Source: an optimization exercise on an open RTL-to-GDS flow (aim: small area, a short achievable clock period and few clock cycles per item). Production flows keep margins and buffers that such runs may drop. The RTL was checked by simulation tests, not by an equivalence proof against the original design.

`flow/design.v`:
```
module rs72_gf_mul (
    input  wire [7:0] a,
    input  wire [7:0] b,
    output wire [7:0] p
);
    reg [7:0] acc;
    reg [7:0] sh;
    integer i;
    always @* begin
        acc = 8'h00;
        sh  = a;
        for (i = 0; i < 8; i = i + 1) begin
            acc = acc ^ (sh & {8{b[i]}});
            sh  = {sh[6:0], 1'b0} ^ (sh[7] ? 8'h1D : 8'h00);
        end
    end
    assign p = acc;
endmodule
module rs72_gf_inv (
    input  wire [7:0] x,
    output wire [7:0] y
);
    wire [7:0] x2, x4, x8, x16, x32, x64, x128;
    wire [7:0] p6, p24, p96, p30, p254, p224;
    rs72_gf_mul sq1 (.a(x),   .b(x),   .p(x2));
    rs72_gf_mul sq2 (.a(x2),  .b(x2),  .p(x4));
    rs72_gf_mul sq3 (.a(x4),  .b(x4),  .p(x8));
    rs72_gf_mul sq4 (.a(x8),  .b(x8),  .p(x16));
    rs72_gf_mul sq5 (.a(x16), .b(x16), .p(x32));
    rs72_gf_mul sq6 (.a(x32), .b(x32), .p(x64));
    rs72_gf_mul sq7 (.a(x64), .b(x64), .p(x128));
    rs72_gf_mul m1 (.a(x2),  .b(x4),   .p(p6));
    rs72_gf_mul m2 (.a(x8),  .b(x16),  .p(p24));
    rs72_gf_mul m3 (.a(x32), .b(x64),  .p(p96));
    rs72_gf_mul m4 (.a(p6),  .b(p24),  .p(p30));
    rs72_gf_mul m5 (.a(p96), .b(x128), .p(p224));
    rs72_gf_mul m6 (.a(p30), .b(p224), .p(p254));
    assign y = p254;
endmodule
module rs72_decoder (
    input  wire        clk,
    input  wire        rst,
    input  wire        in_valid,
    output wire        in_ready,
    input  wire [7:0]  in_sym,
    input  wire        in_erase,
    output wire        out_valid,
    input  wire        out_ready,
    output wire        out_fail,
    output wire [2:0]  out_count,
    output wire [27:0] out_pos,
    output wire [31:0] out_mag,
    output wire [3:0]  out_loc
);
    localparam [2:0] S_IN     = 3'd0,
                     S_CHK    = 3'd1,
                     S_BM     = 3'd2,
                     S_OMEGA  = 3'd3,
                     S_CHIEN  = 3'd4,
                     S_VERIFY = 3'd5,
                     S_OUT    = 3'd6;
    localparam [7:0] ALPHA_71  = 8'hBC;    
    localparam [7:0] ALPHA_M1  = 8'h8E;    
    reg [2:0] state;
    reg [6:0] idx;           
    reg [2:0] ecnt;          
    reg [6:0] eidx [0:3];    
    reg [7:0] syn  [0:3];    
    reg [7:0] gam  [0:4];    
    reg [7:0] xloc;          
    reg [7:0] lam  [0:4];    
    reg [7:0] prv  [0:4];    
    reg [2:0] len;           
    reg [1:0] k;             
    reg [7:0] tl   [0:4];    
    reg [7:0] tw   [0:3];    
    reg [7:0] xp   [1:3];    
    reg [7:0] ea   [0:3];    
    reg [2:0] roots;
    reg       den_zero;
    reg        r_fail;
    reg [2:0]  r_count;
    reg [6:0]  r_pos [0:3];
    reg [7:0]  r_mag [0:3];
    reg [3:0]  r_loc;
    integer i;
    wire [7:0] syn_mul [1:3];
    rs72_gf_mul u_s1 (.a(syn[1]), .b(8'h02), .p(syn_mul[1]));
    rs72_gf_mul u_s2 (.a(syn[2]), .b(8'h04), .p(syn_mul[2]));
    rs72_gf_mul u_s3 (.a(syn[3]), .b(8'h08), .p(syn_mul[3]));
    wire [7:0] xloc_next;
    rs72_gf_mul u_xl (.a(xloc), .b(ALPHA_M1), .p(xloc_next));
    wire [7:0] gam_x [1:4];
    genvar g;
    generate
        for (g = 1; g <= 4; g = g + 1) begin : g_gam
            rs72_gf_mul u_g (.a(gam[g-1]), .b(xloc), .p(gam_x[g]));
        end
    endgenerate
    wire [7:0] dterm [0:3];
    generate
        for (g = 0; g <= 3; g = g + 1) begin : g_delta
            wire [7:0] s_sel = (g <= k) ? syn[k - g] : 8'h00;
            rs72_gf_mul u_d (.a(lam[g]), .b(s_sel), .p(dterm[g]));
        end
    endgenerate
    wire [7:0] delta = dterm[0] ^ dterm[1] ^ dterm[2] ^ dterm[3];
    wire [7:0] delta_inv;
    rs72_gf_inv u_dinv (.x(delta), .y(delta_inv));
    wire [7:0] shifted [0:4];
    wire [7:0] lam_upd [0:4];
    wire [7:0] prv_upd [0:4];
    assign shifted[0] = 8'h00;
    generate
        for (g = 1; g <= 4; g = g + 1) begin : g_shift
            assign shifted[g] = prv[g-1];
        end
        for (g = 0; g <= 4; g = g + 1) begin : g_upd
            wire [7:0] ds;
            rs72_gf_mul u_ds (.a(delta), .b(shifted[g]), .p(ds));
            assign lam_upd[g] = lam[g] ^ ds;
            rs72_gf_mul u_pv (.a(delta_inv), .b(lam[g]), .p(prv_upd[g]));
        end
    endgenerate
    wire [2:0] e4 = (ecnt > 3'd4) ? 3'd4 : ecnt;
    wire [3:0] k_plus_e = {2'b00, k} + {1'b0, e4};
    wire [7:0] om [0:3];
    wire [7:0] op [0:3][0:3];
    genvar h;
    generate
        for (g = 0; g <= 3; g = g + 1) begin : g_om_j
            for (h = 0; h <= 3; h = h + 1) begin : g_om_i
                if (h <= g) begin : g_m
                    rs72_gf_mul u_o (.a(syn[g-h]), .b(lam[h]), .p(op[g][h]));
                end else begin : g_z
                    assign op[g][h] = 8'h00;
                end
            end
            assign om[g] = op[g][0] ^ op[g][1] ^ op[g][2] ^ op[g][3];
        end
    endgenerate
    wire [7:0] start_c [0:4];
    assign start_c[0] = 8'h01;
    assign start_c[1] = 8'h95;
    assign start_c[2] = 8'h1F;
    assign start_c[3] = 8'hB5;
    assign start_c[4] = 8'h48;
    wire [7:0] tl_start [0:4];
    wire [7:0] tw_start [0:3];
    generate
        for (g = 0; g <= 4; g = g + 1) begin : g_tls
            rs72_gf_mul u_t (.a(lam[g]), .b(start_c[g]), .p(tl_start[g]));
        end
        for (g = 0; g <= 3; g = g + 1) begin : g_tws
            rs72_gf_mul u_w (.a(om[g]), .b(start_c[g]), .p(tw_start[g]));
        end
    endgenerate
    reg [2:0] lam_deg;
    always @* begin
        lam_deg = 3'd0;
        for (i = 1; i <= 4; i = i + 1)
            if (lam[i] != 8'h00) lam_deg = i[2:0];
    end
    wire [7:0] alpha_i [0:4];
    assign alpha_i[0] = 8'h01;
    assign alpha_i[1] = 8'h02;
    assign alpha_i[2] = 8'h04;
    assign alpha_i[3] = 8'h08;
    assign alpha_i[4] = 8'h10;
    wire [7:0] alpha_mi [1:3];
    assign alpha_mi[1] = 8'h8E;
    assign alpha_mi[2] = 8'h47;
    assign alpha_mi[3] = 8'hAD;
    wire [7:0] tl_next [0:4];
    wire [7:0] tw_next [0:3];
    wire [7:0] xp_next [1:3];
    generate
        for (g = 0; g <= 4; g = g + 1) begin : g_tln
            rs72_gf_mul u_t (.a(tl[g]), .b(alpha_i[g]), .p(tl_next[g]));
        end
        for (g = 0; g <= 3; g = g + 1) begin : g_twn
            rs72_gf_mul u_w (.a(tw[g]), .b(alpha_i[g]), .p(tw_next[g]));
        end
        for (g = 1; g <= 3; g = g + 1) begin : g_xpn
            rs72_gf_mul u_x (.a(xp[g]), .b(alpha_mi[g]), .p(xp_next[g]));
        end
    endgenerate
    wire [7:0] lam_val = tl[0] ^ tl[1] ^ tl[2] ^ tl[3] ^ tl[4];
    wire [7:0] om_val  = tw[0] ^ tw[1] ^ tw[2] ^ tw[3];
    wire [7:0] den     = tl[1] ^ tl[3];
    wire       is_root = (lam_val == 8'h00);
    wire [7:0] den_inv;
    wire [7:0] yval;
    rs72_gf_inv u_finv (.x(den), .y(den_inv));
    rs72_gf_mul u_y (.a(om_val), .b(den_inv), .p(yval));
    wire [7:0] ey [1:3];
    generate
        for (g = 1; g <= 3; g = g + 1) begin : g_ey
            rs72_gf_mul u_e (.a(yval), .b(xp[g]), .p(ey[g]));
        end
    endgenerate
    reg erased_here;
    always @* begin
        erased_here = 1'b0;
        for (i = 0; i < 4; i = i + 1)
            if (i < e4 && eidx[i] == idx) erased_here = 1'b1;
    end
    wire syn_zero = (syn[0] == 8'h00) && (syn[1] == 8'h00) &&
                    (syn[2] == 8'h00) && (syn[3] == 8'h00);
    wire ea_match = (ea[0] == syn[0]) && (ea[1] == syn[1]) &&
                    (ea[2] == syn[2]) && (ea[3] == syn[3]);
    assign in_ready  = (state == S_IN);
    assign out_valid = (state == S_OUT);
    assign out_fail  = r_fail;
    assign out_count = r_count;
    assign out_pos   = {r_pos[3], r_pos[2], r_pos[1], r_pos[0]};
    assign out_mag   = {r_mag[3], r_mag[2], r_mag[1], r_mag[0]};
    assign out_loc   = r_loc;
    always @(posedge clk) begin
        if (rst) begin
            state <= S_IN;
            idx   <= 7'd0;
            ecnt  <= 3'd0;
            xloc  <= ALPHA_71;
            for (i = 0; i < 4; i = i + 1) syn[i] <= 8'h00;
            gam[0] <= 8'h01;
            for (i = 1; i <= 4; i = i + 1) gam[i] <= 8'h00;
            r_fail  <= 1'b0;
            r_count <= 3'd0;
            r_loc   <= 4'd0;
            for (i = 0; i < 4; i = i + 1) begin
                r_pos[i] <= 7'd0;
                r_mag[i] <= 8'h00;
            end
        end else begin
            case (state)
            S_IN: begin
                if (in_valid) begin
                    syn[0] <= syn[0] ^ in_sym;
                    for (i = 1; i <= 3; i = i + 1) syn[i] <= syn_mul[i] ^ in_sym;
                    if (in_erase) begin
                        if (ecnt < 3'd4) begin
                            eidx[ecnt[1:0]] <= idx;
                            for (i = 1; i <= 4; i = i + 1) gam[i] <= gam[i] ^ gam_x[i];
                        end
                        if (ecnt < 3'd5) ecnt <= ecnt + 3'd1;
                    end
                    xloc <= xloc_next;
                    if (idx == 7'd71) begin
                        idx   <= 7'd0;
                        state <= S_CHK;
                    end else begin
                        idx <= idx + 7'd1;
                    end
                end
            end
            S_CHK: begin
                r_count <= 3'd0;
                r_loc   <= 4'd0;
                for (i = 0; i < 4; i = i + 1) begin
                    r_pos[i] <= 7'd0;
                    r_mag[i] <= 8'h00;
                end
                if (ecnt > 3'd4) begin
                    r_fail <= 1'b1;
                    state  <= S_OUT;
                end else if (syn_zero) begin
                    r_fail <= 1'b0;
                    state  <= S_OUT;
                end else begin
                    r_fail <= 1'b0;
                    for (i = 0; i <= 4; i = i + 1) begin
                        lam[i] <= gam[i];
                        prv[i] <= gam[i];
                    end
                    len <= ecnt;
                    k   <= ecnt[1:0];
                    state <= (ecnt == 3'd4) ? S_OMEGA : S_BM;
                end
            end
            S_BM: begin
                if (delta == 8'h00) begin
                    for (i = 0; i <= 4; i = i + 1) prv[i] <= shifted[i];
                end else begin
                    for (i = 0; i <= 4; i = i + 1) lam[i] <= lam_upd[i];
                    if ({len, 1'b0} <= {1'b0, k_plus_e}) begin
                        len <= k_plus_e[2:0] + 3'd1 - len;
                        for (i = 0; i <= 4; i = i + 1) prv[i] <= prv_upd[i];
                    end else begin
                        for (i = 0; i <= 4; i = i + 1) prv[i] <= shifted[i];
                    end
                end
                k <= k + 2'd1;
                if (k == 2'd3) state <= S_OMEGA;
            end
            S_OMEGA: begin
                if (({1'b0, len, 1'b0} > {1'b0, e4} + 5'd4) || (lam_deg != len)) begin
                    r_fail <= 1'b1;
                    state  <= S_OUT;
                end else begin
                    for (i = 0; i <= 4; i = i + 1) tl[i] <= tl_start[i];
                    for (i = 0; i <= 3; i = i + 1) tw[i] <= tw_start[i];
                    xp[1] <= 8'hBC;    
                    xp[2] <= 8'h2A;    
                    xp[3] <= 8'hF2;    
                    for (i = 0; i < 4; i = i + 1) ea[i] <= 8'h00;
                    roots    <= 3'd0;
                    den_zero <= 1'b0;
                    idx      <= 7'd0;
                    state    <= S_CHIEN;
                end
            end
            S_CHIEN: begin
                if (is_root) begin
                    roots <= roots + 3'd1;
                    if (den == 8'h00) den_zero <= 1'b1;
                    ea[0] <= ea[0] ^ yval;
                    for (i = 1; i <= 3; i = i + 1) ea[i] <= ea[i] ^ ey[i];
                    if (yval != 8'h00 && r_count < 3'd4) begin
                        r_pos[r_count[1:0]] <= idx;
                        r_mag[r_count[1:0]] <= yval;
                        r_loc[r_count[1:0]] <= !erased_here;
                        r_count <= r_count + 3'd1;
                    end
                end
                for (i = 0; i <= 4; i = i + 1) tl[i] <= tl_next[i];
                for (i = 0; i <= 3; i = i + 1) tw[i] <= tw_next[i];
                for (i = 1; i <= 3; i = i + 1) xp[i] <= xp_next[i];
                if (idx == 7'd71) begin
                    idx   <= 7'd0;
                    state <= S_VERIFY;
                end else begin
                    idx <= idx + 7'd1;
                end
            end
            S_VERIFY: begin
                if (roots != len || den_zero || !ea_match) begin
                    r_fail  <= 1'b1;
                    r_count <= 3'd0;
                    r_loc   <= 4'd0;
                    for (i = 0; i < 4; i = i + 1) begin
                        r_pos[i] <= 7'd0;
                        r_mag[i] <= 8'h00;
                    end
                end
                state <= S_OUT;
            end
            S_OUT: begin
                if (out_ready) begin
                    idx   <= 7'd0;
                    ecnt  <= 3'd0;
                    xloc  <= ALPHA_71;
                    for (i = 0; i < 4; i = i + 1) syn[i] <= 8'h00;
                    gam[0] <= 8'h01;
                    for (i = 1; i <= 4; i = i + 1) gam[i] <= 8'h00;
                    state <= S_IN;
                end
            end
            default: state <= S_IN;
            endcase
        end
    end
endmodule
```
`flow/run.sh`:
```
#!/bin/bash
# synth_recipe.tcl (not shown) runs the flow's synth.tcl, then flattens the netlist and writes it again
# the make line also repeats each setting of config.mk as NAME=value (left out here)
make -C /OpenROAD-flow-scripts/flow DESIGN_CONFIG=/design/flow/config.mk WORK_HOME=/design/flow/orfs CLKGATE_MAP_FILE= SYNTH_SCRIPT=/design/flow/synth_recipe.tcl finish
```
`flow/config.mk`:
```
export PLATFORM = sky130hd
export DESIGN_NAME = rs72_decoder
export DESIGN_NICKNAME = rs72_decoder
export VERILOG_FILES = /design/flow/design.v
export SDC_FILE = /design/flow/constraint.sdc
export NUM_CORES = 4
export LEC_CHECK = 0
export CAP_MARGIN = 20
export CORE_MARGIN = 2
export CORE_UTILIZATION = 40
export SLEW_MARGIN = 20
```
`flow/constraint.sdc`:
```
create_clock -name core_clock -period 25.0 [get_ports {clk}]
set_input_delay 5.0000 -clock core_clock [delete_from_list [all_inputs] [get_ports {clk}]]
set_output_delay 5.0000 -clock core_clock [all_outputs]
set_load 0.01 [all_outputs]
```
==> results.yml <==
cells_and_area:
  nets: 9524
  layout_common_cells: "2258 x xnor2_1, 1611 x nand2_1, 1003 x nor2_1"
  area_growth_pct: 9.06
  instances_no_fill: 11700
  drive_above_1_share_pct: 8.49
  fin_area_mm2: 0.0788
  mostFrequentLayoutCell: "xnor2_1"
  final_util_pct: 44.0
synthesis:
  yosysSeqAreaShare_pct: 14.3
  synthCells: 9362
  ys_async_sr_fraction_pct: 0
  synth_edf_count: 281
  yosysUniqueCellTypes: 112
  synth_area_per_cell_um2: 7.72
  synthFlopType: "edfxtp_1"
  ys_ff_latch: 374
  syn_area_mm2: 0.0723
  yosysWarnings: 18
  synth_fp_nets: 9577
floorplan:
  fp-row-count: 155
  boundaryPins: 83
  floorplan.die.width_um: 429
  die_h_um: 429
  core-area_mm2: 0.179
  initial_core_util_pct: 40.4
  dieArea_mm2: 0.184
setup_path:
  cpMostUsedCell: "xnor3_1"
  arrival_ns: 24.13
  startpoint_type: "flip-flop"
  end_kind: "flip-flop"
  max_stage_delay_ns: 0.63
  crit_type: "flip-flop to flip-flop"
  worstPathRequired_ns: 25.38
  worst_path_max_delay_cell: "xor3_2"
  path_max_fanout: 16
cts:
  clk_pin_slew_worst_paths_ns: 0.07
  postCtsHoldBufs: 0
  htreeDepth: 2
  clock_sinks: 374
  cts_buffers: 47
  root_buffer: "clkbuf_16"
  tritoncts: "built"
  clock_path_buffers: 3
  clk_latency_ns: 0.66
drt:
  drt-initial-drc-count: 7190
  via_count: 65100
  routed_wirelength_um: 251000
  via_per_inst: 5.56
  dr.pass1.iters: 8
  ant_nets: 0
  route.detailed.drc: 0
  wl_per_cell_um: 21.4
timing:
  skew_ns: 0.0324
  post-route-min-period_ns: 23.75
  worstMarginPinSlew_ns: 1.12
  maxClockFrequency_ghz: 0.0421
  fin_tns_setup_ns: 0
  setup_viol: 0
  worst_slack_ns: 1.25
  slew_violations: 0
  rsz0062_at_grt: "false"
  period_share_pct: 95.0
  slew_headroom_pct: 24.7
  finalHoldViolCount: 0
place:
  dp.cells: 11600
  io_buffers: 82
  post_dp_cell_area_mm2: 0.0768
  routabilityCongestion: 1.01
  dp_hpwl_um: 184000
  place_worst_setup_slack_ns: -1.62
global_routing:
  grt_overflow: 0
  grt_max_degree: 83
  grt_pass1_vias: 63000
  grt_pass1_wl_um: 385000
  grt_usage_pct: 26.3
  grt_antenna_before_repair: 4
worst_hold_path:
  hp-class: "flip-flop to flip-flop"
status:
  outcome: "finished clean"
run:
  cap_violations: 0
[state kept, by name, indices dropped and copies added, names as in the netlist, 2 cells and up]
signal / flops
k: 2
prv: 32
gam: 32
r_loc: 4
r_pos: 28
xp: 24
state: 3
eidx: 28
r_mag: 32
xloc: 8
roots: 3
ecnt: 3
len: 3
r_count: 3
tl: 32
syn: 32
lam: 32
tw: 32
idx: 7
ea: 32
[cell usage after synthesis, drive strengths merged, types with 16 or more instances]
| cell | n | share of area (%) |
|---|---|---|
| a211oi | 54 | 0.60 |
| nor2 | 1005 | 5.2 |
| o21bai | 16 | 0.17 |
| o21ai | 338 | 2.3 |
| o22ai | 71 | 0.61 |
| nand2 | 1615 | 8.4 |
| nand2b | 100 | 0.87 |
| or2 | 35 | 0.30 |
| xnor3 | 215 | 6.7 |
| nand3 | 93 | 0.64 |
| a22oi | 135 | 1.4 |
| dfxtp | 93 | 2.6 |
| nand4 | 18 | 0.16 |
| ha | 201 | 3.5 |
| and3 | 46 | 0.40 |
| mux2i | 92 | 1.3 |
| inv | 238 | 1.2 |
| edfxtp | 281 | 12 |
| o211ai | 39 | 0.41 |
| o221ai | 16 | 0.19 |
| mux2 | 35 | 0.55 |
| xor3 | 29 | 0.96 |
| a31oi | 17 | 0.15 |
| xnor2 | 2328 | 29 |
| and2 | 66 | 0.57 |
| buf | 237 | 1.7 |
| nor2b | 125 | 1.1 |
| o21a | 17 | 0.18 |
| clkbuf | 388 | 2.0 |
| a21o | 18 | 0.19 |
| a21oi | 293 | 2.0 |
| or3 | 24 | 0.21 |
| xor2 | 708 | 9.0 |
| nor4 | 36 | 0.31 |
| nor3 | 94 | 0.66 |
[logic make-up (layout without fill, tap and decap cells)]
kind of cell               Yosys count  after routing  share of synthesized area [%]
DFF                                374            374                           14.3
AOI/OAI and AO/OA                 1191           1191                           10.5
adders and majority gates          202            202                           3.51
buffers and inverters              875            861                           5.04
xor gates and xnor gates          3280           3280                           45.4
other                                0              3                              0
and+or+nand+nor                   3313           3313                           19.5
muxes                              127            127                           1.83
[path summary, 6_finish.rpt]
path	cells past startpoint	to	startpoint	slack, ns
max	94	prv[1][4]	k[0]	1.25
min	2	r_loc[3]	r_loc[3]	0.48
min reg2reg	2	r_loc[3]	r_loc[3]	0.48
max reg2reg	94	prv[1][4]	k[0]	1.25
[through the flow]
step | hold WS (ns)
2_1_floorplan | 0.403
6_report | 0.476
3_3_place_gp | 0.462
3_5_place_dp | 0.473
4_1_cts | 0.482
5_1_grt | 0.511
[timing repair]
| action | CTS | global route |
|---|---|---|
| endpoints found under the hold margin | 0 | 0 |
| setup endpoints to repair | 151 | 175 |
| setup buffers | 0 | 12 |
| gates resized for setup | 13 | 48 |
| pin swaps | 1 | 5 |
| cloned | 0 | 0 |
[critical path, delay by kind of cell, from the launching register on]
kind                     cells  cell delay [ns]
flip-flops                   1             0.36
AO/OA/AOI/OAI               14             2.92
adder cells (fa/ha/maj)     11             3.85
XOR/XNOR                    38            11.06
buffers and inverters       19             3.08
multiplexers                 3             0.56
AND/OR/NAND/NOR              9             1.55
[per-layer routing]
layer,up-vias,GRT usage [%],wire [µm]
met5,-,0,0
met4,0,11.9,13400
met3,695,3.27,19000
met2,2888,42.8,113000
met1,31100,34.7,105000
li1,30400,-,-
[final cells by class]
type	count	area, µm²
fill	17800	100000
tap	2355	2950
antenna	3	7.51
timing repair buffer	525	4230
multi-input combinational	8113	58900
inverter	248	933
clock inverter	30	282
clock buffer	58	1250
sequential	374	10300
Testbench counts, summed over its fixed seeds: cycles 394,038, words 3,200.

## separate check: timing with driven ports
No port has a modelled driver above. Below, the same layout with a new extraction and two added sets of constraints. Step 1 assumes that a clkbuf_16 drives the clock port and a buf_2 every other input. Step 2 also shifts input and output timing later by t, the mid clock arrival at the registers, as if the neighbouring blocks saw the same clock. a / b / c = ideal / step 1 / step 2; a / b = the first two.
t, ns: 0.730
setup slack, ns: 1.250 / 1.250 / 1.250
worst setup path at the end: register to register
worst register clock-pin slew, ns: 0.07 / 0.07
cell pins on the clock port's net: 1
After both steps this run still meets setup and hold. For this run, drivers alone change the setup slack by 0.000 ns; drivers and shift together by 0.000 ns.
